From an optimization exercise on the open Yosys and OpenROAD flow, aimed at small area, a short achievable clock period and few clock cycles; shortcuts taken in it are not production practice.
Function was checked by simulation only, so behaviour that the tests miss may differ from the original.
Power and IR drop assume default switching activity.

[flow/config.mk]
export PLATFORM = sky130hd
export DESIGN_NAME = fuse_boot
export DESIGN_NICKNAME = fuse_boot
export VERILOG_FILES = /design/flow/design.v
export SDC_FILE = /design/flow/constraint.sdc
export NUM_CORES = 4
export LEC_CHECK = 0
export CAP_MARGIN = 20
export CORE_MARGIN = 2
export CORE_UTILIZATION = 20
export PLACE_DENSITY = 0.35
export SLEW_MARGIN = 20
[flow/constraint.sdc]
create_clock -name core_clock -period 10.0 [get_ports {clk}]
set_input_delay 2.0000 -clock core_clock [delete_from_list [all_inputs] [get_ports {clk}]]
set_output_delay 2.0000 -clock core_clock [all_outputs]
set_load 0.01 [all_outputs]
[flow/run.sh]
#!/bin/bash
# synth_recipe.tcl (not shown) runs the flow's synth.tcl, then flattens the netlist and writes it again
# the make line also repeats each setting of config.mk as NAME=value (left out here)
make -C /OpenROAD-flow-scripts/flow DESIGN_CONFIG=/design/flow/config.mk WORK_HOME=/design/flow/orfs CLKGATE_MAP_FILE= SYNTH_SCRIPT=/design/flow/synth_recipe.tcl finish
[flow/design.v]
module fuse_boot (
    input  wire         clk,
    input  wire         rst_n,
    input  wire         start,
    output reg          busy,
    output reg          done,
    output reg          fz_req,
    output reg  [8:0]   fz_row,
    input  wire         fz_rvalid,
    input  wire [255:0] fz_rdata,
    output reg  [39:0]  trims,
    output reg  [15:0]  row_bad,
    output reg  [63:0]  sec_word,
    output reg  [4:0]   near_cnt,
    output reg  [5:0]   deep_cnt,
    output reg  [10:0]  lane_cnt,
    output reg  [7:0]   skip_cnt,
    input  wire [10:0]  q_group,
    output reg          q_lane_used,
    output reg  [2:0]   q_lane,
    input  wire [4:0]   q_idx,
    output reg  [13:0]  q_near_row,
    output reg  [13:0]  q_deep_row
);
    localparam integer NG  = 1152;
    localparam integer LB  = 3;             
    localparam integer NB  = 1 << LB;
    localparam integer GPB = NG / NB;       
    localparam integer AW  = 11 - LB;       
    localparam [8:0]   ROW_SPARE0 = 9'd256;
    localparam [8:0]   ROW_TABLE0 = 9'd264;
    localparam [39:0]  TRIMS_MID  = {6'h20, 6'h20, 10'h200, 6'h20, 6'h20, 6'h20};
    localparam [15:0] CRC_K = 16'h2a45;
    localparam [239:0] CRC_M0 = 240'h1119581c0b049b854f2d5781057d4a8a10ff97d936ac8d5904cb50c8fe21;
    localparam [239:0] CRC_M1 = 240'h2232b0381608360b9f5aae020bfa941421fe2fb36d581bb30896a190fd43;
    localparam [239:0] CRC_M2 = 240'h446460712c106c163eb55c0516f4292942fc5f66dbb03666112c4321fb87;
    localparam [239:0] CRC_M3 = 240'h88c8c0e25820d82c7c6ab90a2ce8535284f8bfccb6616dcc22588642f60f;
    localparam [239:0] CRC_M4 = 240'h109181c5b140b059f8d4721558d0a7a408f17f996dc3da9845b00c85ec1f;
    localparam [239:0] CRC_M5 = 240'h313b5b976885fb36bf84b2abb5dd05c3011d68ebed2a38688fab49c2271e;
    localparam [239:0] CRC_M6 = 240'h6276b62ed10af76d7e0965576bbb0b86033ad0d6db5570d01e5793844f3c;
    localparam [239:0] CRC_M7 = 240'hc4ec6c5da215eedbfc12caaed676170c0774a0adb7abe0a03dae26099f78;
    localparam [239:0] CRC_M8 = 240'h88d9d9ba442bdcb7f925945daded2e180ee8405b6f57c1417b5c4d123ef1;
    localparam [239:0] CRC_M9 = 240'h10b3b3758956b86ff34b28bb5adb5d301cd081b6deae8283f6b89a247ce2;
    localparam [239:0] CRC_M10 = 240'h206667eb12ad70dfe6975076b5b6bb6038a0036dbd5d0507ed713549f8c4;
    localparam [239:0] CRC_M11 = 240'h40ccced6255ae1becd2fa1ec6a6d77c1704007da7abb0a0edae36a92f089;
    localparam [239:0] CRC_M12 = 240'h9181c5b140b059f8d4721558d0a7a408f17f996dc3da9845b00c85ec1f32;
    localparam [239:0] CRC_M13 = 240'h22038b638160b3f0a9e52ab0a04f4911e2ff32db86b5318b60190ad93f64;
    localparam [239:0] CRC_M14 = 240'h440616c702c166e153cb5560419f9222c4ff65b60d6b6316c13214b27fc8;
    localparam [239:0] CRC_M15 = 240'h880c2c8e0582cdc2a796abc0823e254588ffcb6c1bd6c62c82652864ff90;
    function [71:0] tbl_pack(input [255:0] r);
        integer s;
        begin
            for (s = 0; s < 8; s = s + 1)
                tbl_pack[9*s +: 9] = r[16*s +: 9];
        end
    endfunction
    function [8:0] phys_row(input [71:0] t, input [3:0] r);
        integer s;
        begin
            phys_row = {5'd0, r};
            for (s = 0; s < 8; s = s + 1)
                if (t[9*s + 8] && t[9*s +: 8] == {4'd0, r})
                    phys_row = ROW_SPARE0 + s;
        end
    endfunction
    function [3:0] seq_row(input [4:0] i);
        begin
            if (i == 5'd18)      seq_row = 4'd3;
            else if (i <= 5'd5)  seq_row = i[3:0] - 4'd3;
            else                 seq_row = i[3:0] - 4'd2;
        end
    endfunction
    function [14:0] lowest(input [14:0] v);
        integer e;
        reg seen;
        begin
            seen = 1'b0;
            for (e = 0; e < 15; e = e + 1) begin
                lowest[e] = v[e] & ~seen;
                seen = seen | v[e];
            end
        end
    endfunction
    function [3:0] popc(input [14:0] v);
        integer e;
        begin
            popc = 4'd0;
            for (e = 0; e < 15; e = e + 1)
                popc = popc + {3'd0, v[e]};
        end
    endfunction
    function [13:0] pick_idx(input [239:0] d, input [14:0] oh);
        integer e;
        begin
            pick_idx = 14'd0;
            for (e = 0; e < 15; e = e + 1)
                pick_idx = pick_idx | ({14{oh[e]}} & d[16*e+2 +: 14]);
        end
    endfunction
    reg  [4:0]  nxt;           
    reg  [4:0]  cur;           
    reg         outst;
    reg  [71:0] tbl0, tbl1, tbl;
    wire        go      = start & ~busy;
    wire        rv      = fz_rvalid & outst & busy;
    wire [71:0] tnew    = tbl_pack(fz_rdata);
    wire        arr_t1  = rv & (cur == 5'd1);
    wire        arr_t2  = rv & (cur == 5'd2);
    wire        arr_row = rv & (cur >= 5'd3) & (cur <= 5'd17);
    wire        arr_r3  = rv & (cur == 5'd18);
    reg det;
    always @* begin : detect
        integer s;
        reg [8:0] a, b;
        det = 1'b1;
        for (s = 0; s < 8; s = s + 1) begin
            a = tbl0[9*s +: 9];
            b = tnew[9*s +: 9];
            if (!((a == b) || (!a[8] && !b[8]) || ((a[7:4] & b[7:4]) != 4'd0)))
                det = 1'b0;
        end
    end
    wire [71:0] tmaj = (tbl0 & tbl1) | (tbl0 & tnew) | (tbl1 & tnew);
    wire [71:0] tsrc = arr_t2 ? tmaj : arr_t1 ? (tbl0 & tnew) : tbl;
    wire [4:0]  rid  = (arr_t1 && det) ? 5'd3 : nxt;
    wire        rid_row = (rid >= 5'd3) && (rid <= 5'd17);
    wire        out_after = outst & ~rv;
    reg  [255:0] cd;
    reg  [3:0]   crow;
    reg          cval;
    wire [15:0] syn;
    genvar j;
    generate
        for (j = 0; j < 16; j = j + 1) begin : SYN
            wire [239:0] m = (j ==  0) ? CRC_M0  : (j ==  1) ? CRC_M1  :
                             (j ==  2) ? CRC_M2  : (j ==  3) ? CRC_M3  :
                             (j ==  4) ? CRC_M4  : (j ==  5) ? CRC_M5  :
                             (j ==  6) ? CRC_M6  : (j ==  7) ? CRC_M7  :
                             (j ==  8) ? CRC_M8  : (j ==  9) ? CRC_M9  :
                             (j == 10) ? CRC_M10 : (j == 11) ? CRC_M11 :
                             (j == 12) ? CRC_M12 : (j == 13) ? CRC_M13 :
                             (j == 14) ? CRC_M14 : CRC_M15;
            assign syn[j] = (^(cd[239:0] & m)) ^ cd[240+j] ^ CRC_K[j];
        end
    endgenerate
    wire cok  = (syn == 16'd0);
    wire crep = (crow != 4'd0);
    reg  [239:0] wd;
    reg  [14:0]  lm, nm, dm;       
    reg  [14:0]       lsel;
    reg  [NB-1:0]     s1v, s1r;
    reg  [NB*AW-1:0]  s1a;
    reg  [NB*3-1:0]   s1l;
    always @* begin : lane_pick
        integer k, e;
        reg [14:0] hit, oh;
        lsel = 15'd0;
        s1v = {NB{1'b0}};
        s1r = {NB{1'b0}};
        s1a = {NB*AW{1'b0}};
        s1l = {NB*3{1'b0}};
        for (k = 0; k < NB; k = k + 1) begin
            for (e = 0; e < 15; e = e + 1)
                hit[e] = lm[e] && (wd[16*e+5 +: LB] == k);
            oh = lowest(hit);
            lsel = lsel | oh;
            s1v[k] = |hit;
            for (e = 0; e < 15; e = e + 1) begin
                s1a[AW*k +: AW] = s1a[AW*k +: AW] | ({AW{oh[e]}} & wd[16*e+5+LB +: AW]);
                s1l[3*k +: 3]   = s1l[3*k +: 3]   | ({3{oh[e]}} & wd[16*e+2 +: 3]);
                s1r[k]          = s1r[k] | (oh[e] & (wd[16*e+5 +: 11] < NG));
            end
        end
    end
    wire [14:0] lm_next = lm & ~lsel;
    wire [14:0] nA = lowest(nm);
    wire [14:0] nB = lowest(nm & ~nA);
    wire        nAv = |nm;
    wire        nBv = |(nm & ~nA);
    wire [3:0]  npc = popc(nm);
    wire        n_full = near_cnt[4];
    wire        n_last = (near_cnt == 5'd15);
    wire        n_accA = nAv & ~n_full;
    wire        n_accB = nBv & ~n_full & ~n_last;
    wire [3:0]  n_skip = n_full ? npc : (n_last && nAv) ? npc - 4'd1 : 4'd0;
    wire [14:0] nm_next = (n_full || n_last) ? 15'd0 : (nm & ~nA & ~nB);
    wire [13:0] nA_idx = pick_idx(wd, nA);
    wire [13:0] nB_idx = pick_idx(wd, nB);
    wire [14:0] dA = lowest(dm);
    wire [14:0] dB = lowest(dm & ~dA);
    wire        dAv = |dm;
    wire        dBv = |(dm & ~dA);
    wire [3:0]  dpc = popc(dm);
    wire        d_full = deep_cnt[5];
    wire        d_last = (deep_cnt == 6'd31);
    wire        d_accA = dAv & ~d_full;
    wire        d_accB = dBv & ~d_full & ~d_last;
    wire [3:0]  d_skip = d_full ? dpc : (d_last && dAv) ? dpc - 4'd1 : 4'd0;
    wire [14:0] dm_next = (d_full || d_last) ? 15'd0 : (dm & ~dA & ~dB);
    wire [13:0] dA_idx = pick_idx(wd, dA);
    wire [13:0] dB_idx = pick_idx(wd, dB);
    wire wfin  = (lm_next == 15'd0) && (nm_next == 15'd0) && (dm_next == 15'd0);
    wire wempty = (lm == 15'd0) && (nm == 15'd0) && (dm == 15'd0);
    wire wle3  = (popc(lm) <= 4'd3) &&
                 (n_full || n_last || npc <= 4'd6) &&
                 (d_full || d_last || dpc <= 4'd6);
    wire cfree = cval & (wfin | ~crep | ~cok);
    wire wload = cval & wfin;
    reg [14:0] ck1, ck2, ck3;
    always @* begin : kinds
        integer e;
        for (e = 0; e < 15; e = e + 1) begin
            ck1[e] = (cd[16*e +: 2] == 2'b01);
            ck2[e] = (cd[16*e +: 2] == 2'b10);
            ck3[e] = (cd[16*e +: 2] == 2'b11);
        end
    end
    wire cuse = crep & cok;
    wire c_full_after = arr_row | (cval & ~cfree);
    wire buf_ok = ~c_full_after | (~wload & wle3);
    wire issue  = busy & ~out_after & (rid <= 5'd18) & (~rid_row | buf_ok);
    reg  [NB-1:0]     s2v, s2r;
    reg  [NB*AW-1:0]  s2a;
    reg  [NB*3-1:0]   s2l;
    reg  [NG-1:0]     lu;              
    reg  [NG-1:0]     ls0, ls1, ls2;   
    wire [NB-1:0] used, acc;
    genvar k, g;
    generate
        for (k = 0; k < NB; k = k + 1) begin : BANK
            wire [GPB-1:0] lub;
            for (g = 0; g < GPB; g = g + 1) begin : G
                assign lub[g] = lu[g*NB + k];
            end
            wire [AW-1:0] a = s2a[AW*k +: AW];
            assign used[k] = lub[a];
            assign acc[k]  = s2v[k] & s2r[k] & ~used[k];
            wire [15:0] lo = 16'd1 << a[3:0];
            wire [(1<<(AW-4))-1:0] hi = {{((1<<(AW-4))-1){1'b0}}, 1'b1} << a[AW-1:4];
        end
        for (g = 0; g < NG; g = g + 1) begin : LW
            localparam integer GK = g % NB;
            localparam integer GL = g / NB;
            wire we = acc[GK] & BANK[GK].lo[GL % 16] & BANK[GK].hi[GL / 16];
            always @(posedge clk) begin
                if (go)
                    lu[g] <= 1'b0;
                else if (we)
                    lu[g] <= 1'b1;
                if (we) begin
                    ls0[g] <= s2l[3*GK];
                    ls1[g] <= s2l[3*GK+1];
                    ls2[g] <= s2l[3*GK+2];
                end
            end
        end
    endgenerate
    wire [3:0] l_add  = popc({{(15-NB){1'b0}}, acc});
    wire [3:0] l_skip = popc({{(15-NB){1'b0}}, s2v & ~acc});
    reg [13:0] nmap [0:15];
    reg [13:0] dmap [0:31];
    integer i;
    always @(posedge clk) begin
        if (busy) begin
            for (i = 0; i < 16; i = i + 1) begin
                if (n_accB && (near_cnt[3:0] + 4'd1) == i)
                    nmap[i] <= nB_idx;
                else if (n_accA && near_cnt[3:0] == i)
                    nmap[i] <= nA_idx;
            end
            for (i = 0; i < 32; i = i + 1) begin
                if (d_accB && (deep_cnt[4:0] + 5'd1) == i)
                    dmap[i] <= dB_idx;
                else if (d_accA && deep_cnt[4:0] == i)
                    dmap[i] <= dA_idx;
            end
        end
    end
    wire       out_next = out_after | issue;
    wire [4:0] nxt_next = issue ? rid + 5'd1 : nxt;
    wire       fin = busy & ~out_next & (nxt_next == 5'd19) & ~cval & ~arr_row &
                     wempty & (s2v == {NB{1'b0}});
    always @(posedge clk) begin
        if (!rst_n) begin
            busy   <= 1'b0;
            done   <= 1'b0;
            fz_req <= 1'b0;
            outst  <= 1'b0;
            cval   <= 1'b0;
            lm     <= 15'd0;
            nm     <= 15'd0;
            dm     <= 15'd0;
            s2v    <= {NB{1'b0}};
        end else if (go) begin
            busy     <= 1'b1;
            done     <= 1'b0;
            fz_req   <= 1'b1;
            fz_row   <= ROW_TABLE0;
            cur      <= 5'd0;
            nxt      <= 5'd1;
            outst    <= 1'b1;
            cval     <= 1'b0;
            lm       <= 15'd0;
            nm       <= 15'd0;
            dm       <= 15'd0;
            s2v      <= {NB{1'b0}};
            row_bad  <= 16'd0;
            near_cnt <= 5'd0;
            deep_cnt <= 6'd0;
            lane_cnt <= 11'd0;
            skip_cnt <= 8'd0;
        end else if (busy) begin
            fz_req <= issue;
            if (issue) begin
                fz_row <= rid_row || rid == 5'd18 ? phys_row(tsrc, seq_row(rid))
                                                  : ROW_TABLE0 + {4'd0, rid};
                cur    <= rid;
                nxt    <= rid + 5'd1;
            end
            outst <= out_next;
            if (rv && cur == 5'd0) tbl0 <= tnew;
            if (arr_t1) begin
                tbl1 <= tnew;
                tbl  <= tbl0 & tnew;
            end
            if (arr_t2) tbl <= tmaj;
            if (arr_r3)
                sec_word <= (fz_rdata[63:0] & fz_rdata[127:64]) |
                            (fz_rdata[63:0] & fz_rdata[191:128]) |
                            (fz_rdata[127:64] & fz_rdata[191:128]);
            if (arr_row) begin
                cd   <= fz_rdata;
                crow <= seq_row(cur);
                cval <= 1'b1;
            end else if (cfree) begin
                cval <= 1'b0;
            end
            if (cval && crow == 4'd0)
                trims <= cok ? cd[39:0] : TRIMS_MID;
            if (cval && !cok)
                row_bad[crow] <= 1'b1;
            if (wload) begin
                wd <= cd[239:0];
                lm <= ck1 & {15{cuse}};
                nm <= ck2 & {15{cuse}};
                dm <= ck3 & {15{cuse}};
            end else begin
                lm <= lm_next;
                nm <= nm_next;
                dm <= dm_next;
            end
            near_cnt <= near_cnt + {4'd0, n_accA} + {4'd0, n_accB};
            deep_cnt <= deep_cnt + {5'd0, d_accA} + {5'd0, d_accB};
            s2v <= s1v;
            s2r <= s1r;
            s2a <= s1a;
            s2l <= s1l;
            lane_cnt <= lane_cnt + {7'd0, l_add};
            skip_cnt <= skip_cnt + {4'd0, l_skip} + {4'd0, n_skip} + {4'd0, d_skip};
            if (fin) begin
                busy <= 1'b0;
                done <= 1'b1;
            end
        end else begin
            fz_req <= 1'b0;
        end
    end
    reg [13:0] qn, qd;
    always @* begin : qmaps
        integer m;
        qn = 14'd0;
        qd = 14'd0;
        for (m = 0; m < 16; m = m + 1)
            qn = qn | ({14{q_idx[3:0] == m}} & nmap[m]);
        for (m = 0; m < 32; m = m + 1)
            qd = qd | ({14{q_idx == m}} & dmap[m]);
    end
    always @(posedge clk) begin
        q_lane_used <= (q_group < NG) & lu[q_group];
        q_lane      <= {ls2[q_group], ls1[q_group], ls0[q_group]};
        q_near_row  <= qn;
        q_deep_row  <= qd;
    end
endmodule
==> run notes <==
CP startpoint kind input pin; WL per Instance just over 40 um; Crit. End Element register; ys flop type edfxtp_1; PortBufs 467; grt total ovfl 0; NumNets Final 20582; total of warnings raised by yosys 3; Synth top cells by count edfxtp_1 (5077), nor2_1 (3667), mux4_2 (1886), clkbuf_1 (1270), dfxtp_1 (1242); Mapped Cells between 15000 and 20000; Hold Crit Class register to register; clk latency of the worst-skew pair 1.33 ns; antenna viol nets, final 0; sequential fraction of the synthesis area about three fifths; count leader, synth edfxtp_1; Final Hold Viols 0; DP HPWL ~1100 mm; Pwr per Cell Area 174 nW/um2; Total Wirelength 1660 mm; Slew HR around 5.3%; Clock transition at path regs about 0.060 ns; number of vias per cell about 5.1; CTS sink count 6319; Top Ports 470; Post-synth EDFFs 5077; die area 1440000 um2; violation count after the first detailed-routing iteration 35643; Fin Clk Skew 0.165 ns; number of buffers created by CTS 739; cts hold-fix bufs 0; Tcrit/Tclk final between 80% and 90%; Leakage Power roughly 0.11 uW; core area 1430000 um2; Worst EP required 10.95 ns; max-slew violations 0; GPL Wtd Cong 0.974; Setup TNS Final 0 ns; Rows 439; min Tclk post-route 8.42 ns; initial core utilization 20.0%; largest net degree at the start of global routing 168; Die Y-Extent 1.20 mm; antenna violations before repair 274; Top Family by Delay on Critical Path simple AND/OR/NAND/NOR gates; total power draw 59900 uW; Max-Cap Viols 0; share of layout cells above drive strength 1 a little over a fifth; Fmax 0.119 GHz; Yosys reg bits 6319; worst vdd ir 0.155 mV; Max H-tree Level 6; vias in the first global route 194169; critical setup path kind input pin to register; critical path's largest stage delay 0.83 ns; status no timing/DRC/antenna violations; top post-synthesis cells by area edfxtp_1 (53%), mux4_2 (15%), dfxtp_1 (8.7%); Least-Margin Pin Slew 1.42 ns; clock root buffer clkbuf_16; CTS tree yes; RSZ-0062 raised after global routing no; share of the synthesized area in the top cell type a little over half; Synth area leader edfxtp_1; clock buffer depth 5; Syn Area/Cell 14.8 um2; post-layout util 24.1%; vias between 200k and 250k; CP Max Fanout 11; Critical path buffers and inverters 3; number of buffers added for setup after CTS 0; cts repair resizes 0; CP arrival between 9 and 10 ns; total track usage between 20 and 25%; first-pass GRT wire length 2110 mm; synth-to-layout area growth 20.5%; Mapped Area 286000 um2; Cell Chain, Critical Path clkdlybuf4s50_1 > inv_1 > ha_1 > or4_1 > nor3_1 > a211oi_1 > or4_1 > o31ai_1 > inv_1 > ha_1 > nand3_1 > o21a_1 > nand2_1 > o211ai_1 > nand2b_1 > o32ai_1 > a32oi_1 > nor4b_1 > nor4b_1 > a31o_2; Final setup viols 0; die width 1.20 mm; ys async rst share 0%; post-route DRC violation count 0; drt pass-1 iters 17; Slowest-stage cell, CP o31ai_1; distinct cell type count after synthesis 95
[metal layers]
layer | share of wire, % | global-route usage [%]
met1 | 41 | 29.4
met2 | 44 | 34.1
met3 | 8.8 | 5.13
met4 | 5.4 | 10.6
met5 | 0.044 | 0.0980
[power breakdown]
| group | leakage, uW | internal (uW) | total [uW] | switching, uW |
|---|---|---|---|---|
| Clock | 0.0118 | 15900 | 28000 | 12100 |
| Combinational | 0.0441 | 1180 | 3430 | 2260 |
| Sequential | 0.0560 | 28300 | 28400 | 135 |
| Total | 0.112 | 45300 | 59900 | 14500 |
[sequential cells by signal (all words and copies together), names as in the netlist, 11 cells and up]
name        count
q_near_row     14
ls0          1152
row_bad        16
trims          40
sec_word       64
tbl0           72
tbl1           72
nm             15
nmap          224
lane_cnt       11
lm             15
cd            256
dmap          448
dm             15
q_deep_row     14
lu           1152
ls2          1152
s2a            64
s2l            24
wd            210
tbl            72
ls1          1152
[area by class of cell]
type,count,area (um2)
clock buffers,964,20100
repair buffers,1497,13500
clock inverters,395,4210
inverters,192,722
well taps,18963,23700
fillers,147956,1080000
multi-input cells,11326,105000
flip-flops and latches,6319,177000
diodes,181,453
[placed cells by master, fill, tap and decap left out, types with 64 or more instances in the layout]
cell type / count
buf_4: 947
clkdlybuf4s50_1: 457
a21oi_1: 237
a221o_1: 94
xor2_1: 124
mux4_2: 1886
clkbuf_16: 752
dfxtp_1: 1241
nand3_1: 245
o21ai_0: 176
a221oi_1: 243
o211ai_1: 67
nand4_1: 145
clkinv_2: 126
nor3_1: 128
xnor3_1: 95
clkbuf_1: 163
nand2_1: 518
maj3_1: 71
a222oi_1: 284
o21a_1: 121
mux2i_1: 711
diode_2: 181
clkinv_1: 119
nor2_1: 3629
inv_1: 182
bufinv_16: 64
nor2b_1: 74
a22oi_1: 417
nand2_2: 112
xnor2_1: 619
buf_12: 72
edfxtp_1: 5077
ha_1: 185
a22o_1: 107
[cell families (layout without fill, tap and decap cells)]
kind of cell               after synthesis  count (layout)  share of synthesized area (%)
DFF                                   6319            6319                           62.0
and+or+nand+nor                       5423            5423                           8.08
muxes                                 2646            2646                           17.5
AOI/OAI and AO/OA                     2107            2107                           5.71
buffers and inverters                 1683            3048                           2.22
xor gates and xnor gates               846             846                           3.08
adders and majority gates              302             302                           1.38
other                                    1             183                        0.00131
[worst reg2reg max path: stages, from the launching register on]
cell      delay (ns)
edfxtp_1        1.08
buf_4           0.64
mux4_2          0.75
mux4_2          0.63
mux4_2          0.77
mux2i_1         0.32
o2111a_1        0.39
nand2b_1        0.18
fa_1            0.63
fa_1            0.58
fa_1            0.51
fa_1            0.17
inv_1           0.07
fa_1            0.45
a21o_1          0.20
a21o_1          0.20
a21o_1          0.18
a21oi_1         0.17
xor2_1          0.16
nor2_1          0.05
[metrics by stage]
stage	worst slack, ns	area (um2)	instances	hold WS [ns]
6_report	1.58	345000	39837	0.478
5_1_grt	1.12	344000	39677	0.490
4_1_cts	1.45	344000	39650	0.479
3_5_place_dp	0.232	320000	38291	0.468
3_3_place_gp	-0.0946	319000	38278	0.468
2_1_floorplan	0.0239	286000	19328	0.421
[path summary, 6_finish.rpt]
check / start / to / slack (ns) / depth (start not counted)
hold reg to reg: cd[235] / wd[235] / 0.48 / 0
setup / recovery: fz_rdata[88] / fz_row[3] / 1.58 / 20
setup reg to reg: s2a[48] / skip_cnt[6] / 1.62 / 19
hold / removal: cd[235] / wd[235] / 0.48 / 0
Testbench counts, summed over its fixed seeds: cycles 5,616.

afterwards: timing with drivers on the ports:
How much do the figures lean on ideal ports? The routed layout below was timed once more, with nothing changed but the port constraints. Step 1 (the two cells are an assumption about what drives the block):
set clk [get_ports {clk}]
set_driving_cell -lib_cell sky130_fd_sc_hd__clkbuf_16 $clk
set_driving_cell -lib_cell sky130_fd_sc_hd__buf_2 [delete_from_list [all_inputs] $clk]
Step 2 times the ports against the registers' clock, not the clock port: input delays grow and output delays shrink by t, the midpoint of the rising clock arrivals with the driver on. a / b / c = ideal / step 1 / step 2; a / b = the first two.
t (ns): 1.359
setup WS [ns]: 1.582 / 1.618 / 0.309
hold slack, ns: 0.478 / 0.478 / 0.478
worst setup path after step 2: input to register
After both steps this run still meets setup and hold. For this run, drivers alone change the setup slack by +0.036 ns; drivers and shift together by -1.273 ns.
